Context: an optimization exercise on an open-source flow, tuned for small area, a short achievable clock period and few clock cycles per item. The choices shown serve that exercise and are no tape-out recipe.
Function was checked by simulation only, so behaviour that the tests miss may differ from the original.

Setup of the reference run:
## ray_sampler
module ray_sampler (
    input  wire         clk,
    input  wire         rst,
    input  wire         in_valid,
    output wire         in_ready,
    input  wire         wrap,        
    input  wire [8:0]   nu,          
    input  wire [26:0]  cu,          
    input  wire [31:0]  pos_x,       
    input  wire [31:0]  pos_y,       
    input  wire [127:0] taps,        
    output reg          out_valid,
    output reg  [15:0]  s_out,       
    output reg  [23:0]  cu_out,      
    output reg  [16:0]  x0_out,      
    output reg  [16:0]  y0_out       
);
For scale: about 5600 cells after synthesis, ~580 flip-flops, about 310 I/O pins, roughly 58000 µm² of cells after synthesis.
Settings: LEC_CHECK=0, CAP_MARGIN=20, CORE_MARGIN=2, CORE_UTILIZATION=45, SLEW_MARGIN=20; clock period 25.0 ns.
run.sh (not shown) runs the stock make flow with config.mk's settings and CLKGATE_MAP_FILE= SYNTH_SCRIPT=/design/flow/synth_recipe.tcl, a recipe that flattens the netlist after the stock synthesis.
Testbench counts of the reference run, summed over its fixed seeds: cycles 24,040, items 24,000.
Here is what was changed in the inputs of the trial run compared with the reference run.
- putting CTS_CLUSTER_SIZE at 30 where nothing was set
- putting CTS_CLUSTER_DIAMETER at 100 where nothing was set
==> flow/flow/run.sh (new file) <==
#!/bin/bash
# Own layout flow: the standard ORFS flow with two changes.
#  1. Synthesis: the standard synthesis script, except that Yosys's generic
#     `abc -fast` inside `synth` is skipped (-noabc), so the carry-save trees
#     of the RTL reach extract_fa intact instead of being restructured into
#     xnor/inverter forms. Registers, names, flattening and renaming are the
#     standard ones (same script otherwise).
#  2. Port buffers: buffer_ports inserts sky130_fd_sc_hd__buf_2 cells on every
#     input and output instead of its default delay buffer.
set -euo pipefail
W=$(pwd)
sed '1s/yosys synth -nofsm -noshare /yosys synth -nofsm -noshare -noabc /' \
    "$W/synth_recipe.tcl" > "$W/own_synth.tcl"
grep -q -- '-noabc' "$W/own_synth.tcl"
bash "$W/standard.sh" "SYNTH_SCRIPT=$W/own_synth.tcl" \
    "BUFFER_PORTS_ARGS=-buffer_cell sky130_fd_sc_hd__buf_2" finish \
    > "$W/orfs_flow.log" 2>&1
==> flow/standard.sh (new file) <==
#!/bin/bash
# synth_recipe.tcl (not shown) runs the flow's synth.tcl, then flattens the netlist and writes it again
# the make line also repeats each setting of config.mk as NAME=value (left out here)
make -C /OpenROAD-flow-scripts/flow DESIGN_CONFIG=/design/flow/config.mk WORK_HOME=/design/flow/orfs CLKGATE_MAP_FILE= SYNTH_SCRIPT=/design/flow/synth_recipe.tcl "${@:-finish}"
removed: flow/run.sh
Findings:
The trial run ended up with r101[23] as its end of the critical path; the reference run ended up with b02[14]. Synthesized cell count was higher in the run labelled the reference run. Summary of the trial run over the reference run: utilization after layout shrank by 1.3 points, share of synthesized area occupied by flip-flops and latches increased by 1.3 points relative to the old numbers, portion of netlist area occupied by mux cells picked up an extra 2.2 points, final cell count has decreased. Compared with the reference run, the trial run ends up with less cell area.

ray_sampler, a different RTL version from the one above (not shown whole).
For scale: roughly 4600 cells after synthesis, about 600 flip-flops, about 310 I/O pins, ~56000 µm² of cells after synthesis.
Settings: LEC_CHECK=0, CAP_MARGIN=20, CORE_MARGIN=2, CORE_UTILIZATION=65, CTS_CLUSTER_DIAMETER=100, CTS_CLUSTER_SIZE=30, SLEW_MARGIN=20; clock period 25.0 ns.
standard.sh (not shown) runs the stock make flow with config.mk's settings and CLKGATE_MAP_FILE= SYNTH_SCRIPT=/design/flow/synth_recipe.tcl, a recipe that flattens the netlist after the stock synthesis.
==> flow/flow/run.sh <==
#!/bin/bash
# Own layout flow: the standard ORFS flow with two changes.
#  1. Synthesis: the standard synthesis script, except that Yosys's generic
#     `abc -fast` inside `synth` is skipped (-noabc), so the carry-save trees
#     of the RTL reach extract_fa intact instead of being restructured into
#     xnor/inverter forms. Registers, names, flattening and renaming are the
#     standard ones (same script otherwise).
#  3. Timing repair after CTS and global routing aims for SETUP_MARGIN ns
#     of setup slack (ORFS's SETUP_SLACK_MARGIN), so the resizer shortens the
#     longest register-to-register paths; the constraints stay the design's.
#  2. Port buffers: buffer_ports inserts sky130_fd_sc_hd__buf_2 cells on every
#     input and output instead of its default delay buffer.
set -euo pipefail
W=$(pwd)
sed '1s/yosys synth -nofsm -noshare /yosys synth -nofsm -noshare -noabc /' \
    "$W/synth_recipe.tcl" > "$W/own_synth.tcl"
grep -q -- '-noabc' "$W/own_synth.tcl"
bash "$W/standard.sh" "SYNTH_SCRIPT=$W/own_synth.tcl" \
    "BUFFER_PORTS_ARGS=-buffer_cell sky130_fd_sc_hd__buf_2" \
    "SETUP_SLACK_MARGIN=18.8" finish \
    > "$W/orfs_flow.log" 2>&1
The first run went through all stages and came out clean.
Testbench counts at the start, summed over its fixed seeds: cycles 24,040, items 24,000.
Change:
--- a/flow/flow/run.sh
+++ b/flow/flow/run.sh
@@ -7,5 +7,2 @@
 #     standard ones (same script otherwise).
-#  3. Timing repair after CTS and global routing aims for SETUP_MARGIN ns
-#     of setup slack (ORFS's SETUP_SLACK_MARGIN), so the resizer shortens the
-#     longest register-to-register paths; the constraints stay the design's.
 #  2. Port buffers: buffer_ports inserts sky130_fd_sc_hd__buf_2 cells on every
@@ -18,4 +15,3 @@
 bash "$W/standard.sh" "SYNTH_SCRIPT=$W/own_synth.tcl" \
-    "BUFFER_PORTS_ARGS=-buffer_cell sky130_fd_sc_hd__buf_2" \
-    "SETUP_SLACK_MARGIN=18.8" finish \
+    "BUFFER_PORTS_ARGS=-buffer_cell sky130_fd_sc_hd__buf_2" finish \
     > "$W/orfs_flow.log" 2>&1
Settings changed: CORE_UTILIZATION 65 to 45, CTS_CLUSTER_DIAMETER 100 to default, CTS_CLUSTER_SIZE 30 to default.
Result: Setup slack got worse by 0.31 ns. Critical path depth climbs by 15. Worst hold slack got worse by 0.019 ns.
Change:
==> flow/flow/run.sh (replaced) <==
#!/bin/bash
# Own layout flow: the standard ORFS flow (standard.sh, same config.mk,
# SDC and clock period) with these changes:
#  1. Synthesis runs the standard script (synth_recipe.tcl) with Yosys's generic
#     `abc -fast` inside `synth` skipped (-noabc), so the carry-save trees of
#     the RTL reach extract_fa as written instead of being restructured into
#     xnor/inverter forms. Registers, their names, flattening and renaming are
#     those of the standard synthesis.
#  2. Adders use Yosys's own Brent-Kung carry lookahead instead of ORFS's
#     Kogge-Stone extra map (SYNTH_OPERATIONS_ARGS replaces that map; -noshare
#     is already on every synth call, so repeating it changes nothing else).
#  3. buffer_ports puts a sky130_fd_sc_hd__buf_2 on every input and output
#     instead of its default delay buffer.
# make's full output goes to orfs_flow.log here; each ORFS step also writes
# its own log under orfs/logs/.
set -euo pipefail
W=$(pwd)
sed '1s/yosys synth -nofsm -noshare /yosys synth -nofsm -noshare -noabc /' \
    "$W/synth_recipe.tcl" > "$W/own_synth.tcl"
grep -q -- '-noabc' "$W/own_synth.tcl"
bash "$W/standard.sh" "SYNTH_SCRIPT=$W/own_synth.tcl" \
    "SYNTH_OPERATIONS_ARGS=-noshare" \
    "BUFFER_PORTS_ARGS=-buffer_cell sky130_fd_sc_hd__buf_2" finish \
    > "$W/orfs_flow.log" 2>&1
Settings changed: CORE_UTILIZATION 45 to 65, CTS_CLUSTER_DIAMETER from default to 100, CTS_CLUSTER_SIZE from default to 30.
After rerunning:
- The new run completed without violations
- sequential share of layout area increases by 1.0 points
- global-route usage is higher by 8.4 points
- maximum frequency increases by about 1%
- count of clock-buffer cells in the layout shrinks by 60
- final area falls by about 5%
- register-to-register slack improved by 0.06 ns
- worst setup slack is better by 0.065 ns
- routed wire length shrinks by 5.3%
- clock skew is about the same
Change:
==> flow/flow/run.sh (replaced) <==
#!/bin/bash
# Own layout flow: the standard ORFS flow with two changes.
#  1. Synthesis: the standard synthesis script, except that Yosys's generic
#     `abc -fast` inside `synth` is skipped (-noabc), so the carry-save trees
#     of the RTL reach extract_fa intact instead of being restructured into
#     xnor/inverter forms. Registers, names, flattening and renaming are the
#     standard ones (same script otherwise).
#  3. Timing repair after CTS and global routing aims for SETUP_MARGIN ns
#     of setup slack (ORFS's SETUP_SLACK_MARGIN), so the resizer shortens the
#     longest register-to-register paths; the constraints stay the design's.
#  2. Port buffers: buffer_ports inserts sky130_fd_sc_hd__buf_2 cells on every
#     input and output instead of its default delay buffer.
set -euo pipefail
W=$(pwd)
sed '1s/yosys synth -nofsm -noshare /yosys synth -nofsm -noshare -noabc /' \
    "$W/synth_recipe.tcl" > "$W/own_synth.tcl"
grep -q -- '-noabc' "$W/own_synth.tcl"
bash "$W/standard.sh" "SYNTH_SCRIPT=$W/own_synth.tcl" \
    "BUFFER_PORTS_ARGS=-buffer_cell sky130_fd_sc_hd__buf_2" \
    "SETUP_SLACK_MARGIN=18.8" finish \
    > "$W/orfs_flow.log" 2>&1
Settings changed: CORE_UTILIZATION 65 to 45, CTS_CLUSTER_DIAMETER 100 to default, CTS_CLUSTER_SIZE 30 to default.
Result:
- die area climbs by 46%
- clock-buffer cell count grows by 60
- setup slack gains 0.24 ns
- core utilization goes down by 19 points
- fmax came out higher by about 4%
- global-route usage decreases by 8.4 points
- cell count rises by about 18%
Change:
--- a/flow/flow/run.sh
+++ b/flow/flow/run.sh
@@ -10,2 +10,5 @@
 #     longest register-to-register paths; the constraints stay the design's.
+#  4. Adders: Yosys's own Brent-Kung carry lookahead instead of ORFS's
+#     Kogge-Stone extra map (SYNTH_OPERATIONS_ARGS replaces that map; -noshare
+#     is already on every synth call).
 #  2. Port buffers: buffer_ports inserts sky130_fd_sc_hd__buf_2 cells on every
@@ -19,3 +22,3 @@
     "BUFFER_PORTS_ARGS=-buffer_cell sky130_fd_sc_hd__buf_2" \
-    "SETUP_SLACK_MARGIN=18.8" finish \
+    "SETUP_SLACK_MARGIN=18.8" "SYNTH_OPERATIONS_ARGS=-noshare" finish \
     > "$W/orfs_flow.log" 2>&1
Settings changed: CORE_UTILIZATION 45 to 65, CTS_CLUSTER_DIAMETER from default to 100, CTS_CLUSTER_SIZE from default to 30.
Cell area falls by 4.9%.
Count of clock-buffer cells in the layout falls by 60.
Utilization rises by 20 points.

Another version of the RTL of ray_sampler (not shown whole).
Size: ~4200 cells after synthesis, roughly 580 flip-flops, roughly 54000 um2 of cells after synthesis.
==> flow/config.mk <==
export PLATFORM = sky130hd
export DESIGN_NAME = ray_sampler
export DESIGN_NICKNAME = ray_sampler
export VERILOG_FILES = /design/flow/design.v
export SDC_FILE = /design/flow/constraint.sdc
export NUM_CORES = 4
export LEC_CHECK = 0
export CAP_MARGIN = 20
export CORE_MARGIN = 2
export CORE_UTILIZATION = 65
export CTS_CLUSTER_DIAMETER = 100
export CTS_CLUSTER_SIZE = 30
export SLEW_MARGIN = 20
==> flow/constraint.sdc <==
create_clock -name core_clock -period 25.0 [get_ports {clk}]
set_input_delay 5.0000 -clock core_clock [delete_from_list [all_inputs] [get_ports {clk}]]
set_output_delay 5.0000 -clock core_clock [all_outputs]
set_load 0.01 [all_outputs]
==> flow/flow/run.sh <==
#!/bin/bash
# Own layout flow: the standard ORFS flow (standard.sh, same config.mk,
# SDC and clock period) with these changes:
#  1. Synthesis runs the standard script (synth_recipe.tcl) with Yosys's generic
#     `abc -fast` inside `synth` skipped (-noabc), so the carry-save trees of
#     the RTL reach extract_fa as written instead of being restructured into
#     xnor/inverter forms. Registers, their names, flattening and renaming are
#     those of the standard synthesis.
#  2. Adders use Yosys's own Brent-Kung carry lookahead instead of ORFS's
#     Kogge-Stone extra map (SYNTH_OPERATIONS_ARGS replaces that map; -noshare
#     is already on every synth call, so repeating it changes nothing else).
#  3. buffer_ports puts a sky130_fd_sc_hd__buf_2 on every input and output
#     instead of its default delay buffer.
#  4. The resizer's timing repair after CTS and global routing aims for
#     SETUP_SLACK_MARGIN ns of setup slack, so it shortens the longest paths;
#     the constraints and the clock period stay the design's.
# make's full output goes to orfs_flow.log here; each ORFS step also writes
# its own log under orfs/logs/.
set -euo pipefail
W=$(pwd)
sed '1s/yosys synth -nofsm -noshare /yosys synth -nofsm -noshare -noabc /' \
    "$W/synth_recipe.tcl" > "$W/own_synth.tcl"
grep -q -- '-noabc' "$W/own_synth.tcl"
bash "$W/standard.sh" "SYNTH_SCRIPT=$W/own_synth.tcl" \
    "SYNTH_OPERATIONS_ARGS=-noshare" \
    "BUFFER_PORTS_ARGS=-buffer_cell sky130_fd_sc_hd__buf_2" \
    "SETUP_SLACK_MARGIN=18.8" finish \
    > "$W/orfs_flow.log" 2>&1
The starting point finished with timing, DRC and antenna clean.
Testbench counts at the start, summed over its fixed seeds: cycles 24,040, items 24,000.
==> next run, changes <==
--- a/flow/flow/run.sh
+++ b/flow/flow/run.sh
@@ -25,4 +25,5 @@
     "SYNTH_OPERATIONS_ARGS=-noshare" \
     "BUFFER_PORTS_ARGS=-buffer_cell sky130_fd_sc_hd__buf_2" \
-    "SETUP_SLACK_MARGIN=18.8" finish \
+    "SETUP_SLACK_MARGIN=18.8" \
+    "CTS_ARGS=-sink_clustering_enable -repair_clock_nets -sink_clustering_size 30 -sink_clustering_max_diameter 100 -sink_clustering_levels 1" finish \
     > "$W/orfs_flow.log" 2>&1
Outcome: Fmax does not change; count of clock-buffer cells in the layout is unchanged; cell area is unchanged; utilization stays the same; routed wire length stays the same.

==> re-timing with driven ports <==
The results above use ideal ports. As a check the final layouts listed here were re-extracted and re-timed, cells and wires unchanged.
Step 1 sets driving cells, clkbuf_16 on the clock port and buf_2 on the other inputs (assumed; they add their load-dependent delay and slew).
Step 2 adds t to the input delays and takes it off the output delays; t is the mean of the earliest and latest rising clock arrival at the registers after step 1. Input paths then give back, and output paths get back, about the clock's delay inside the block.
Slacks: ideal / step 1 / step 2; pairs: ideal / step 1.
run	t (ns)	setup WS [ns]	worst data-port slew with drivers (ns)
the reference run	0.744	18.103 / 18.103 / 18.103	0.08
the trial run	0.707	18.635 / 18.635 / 18.635	0.10
the first run of note 2	0.674	18.878 / 18.806 / 19.084	0.09
the second run of note 2	0.734	18.564 / 18.564 / 18.564	0.12
the third run of note 2	0.726	18.629 / 18.629 / 18.629	0.10
the fourth run of note 2	0.732	18.870 / 18.797 / 19.036	0.12
the fifth run of note 2	0.726	18.854 / 18.786 / 19.034	0.11
the first run of note 3	0.652	18.934 / 18.867 / 18.983	0.06
the second run of note 3	0.652	18.934 / 18.867 / 18.983	0.06
After both steps every run listed still meets setup and hold.
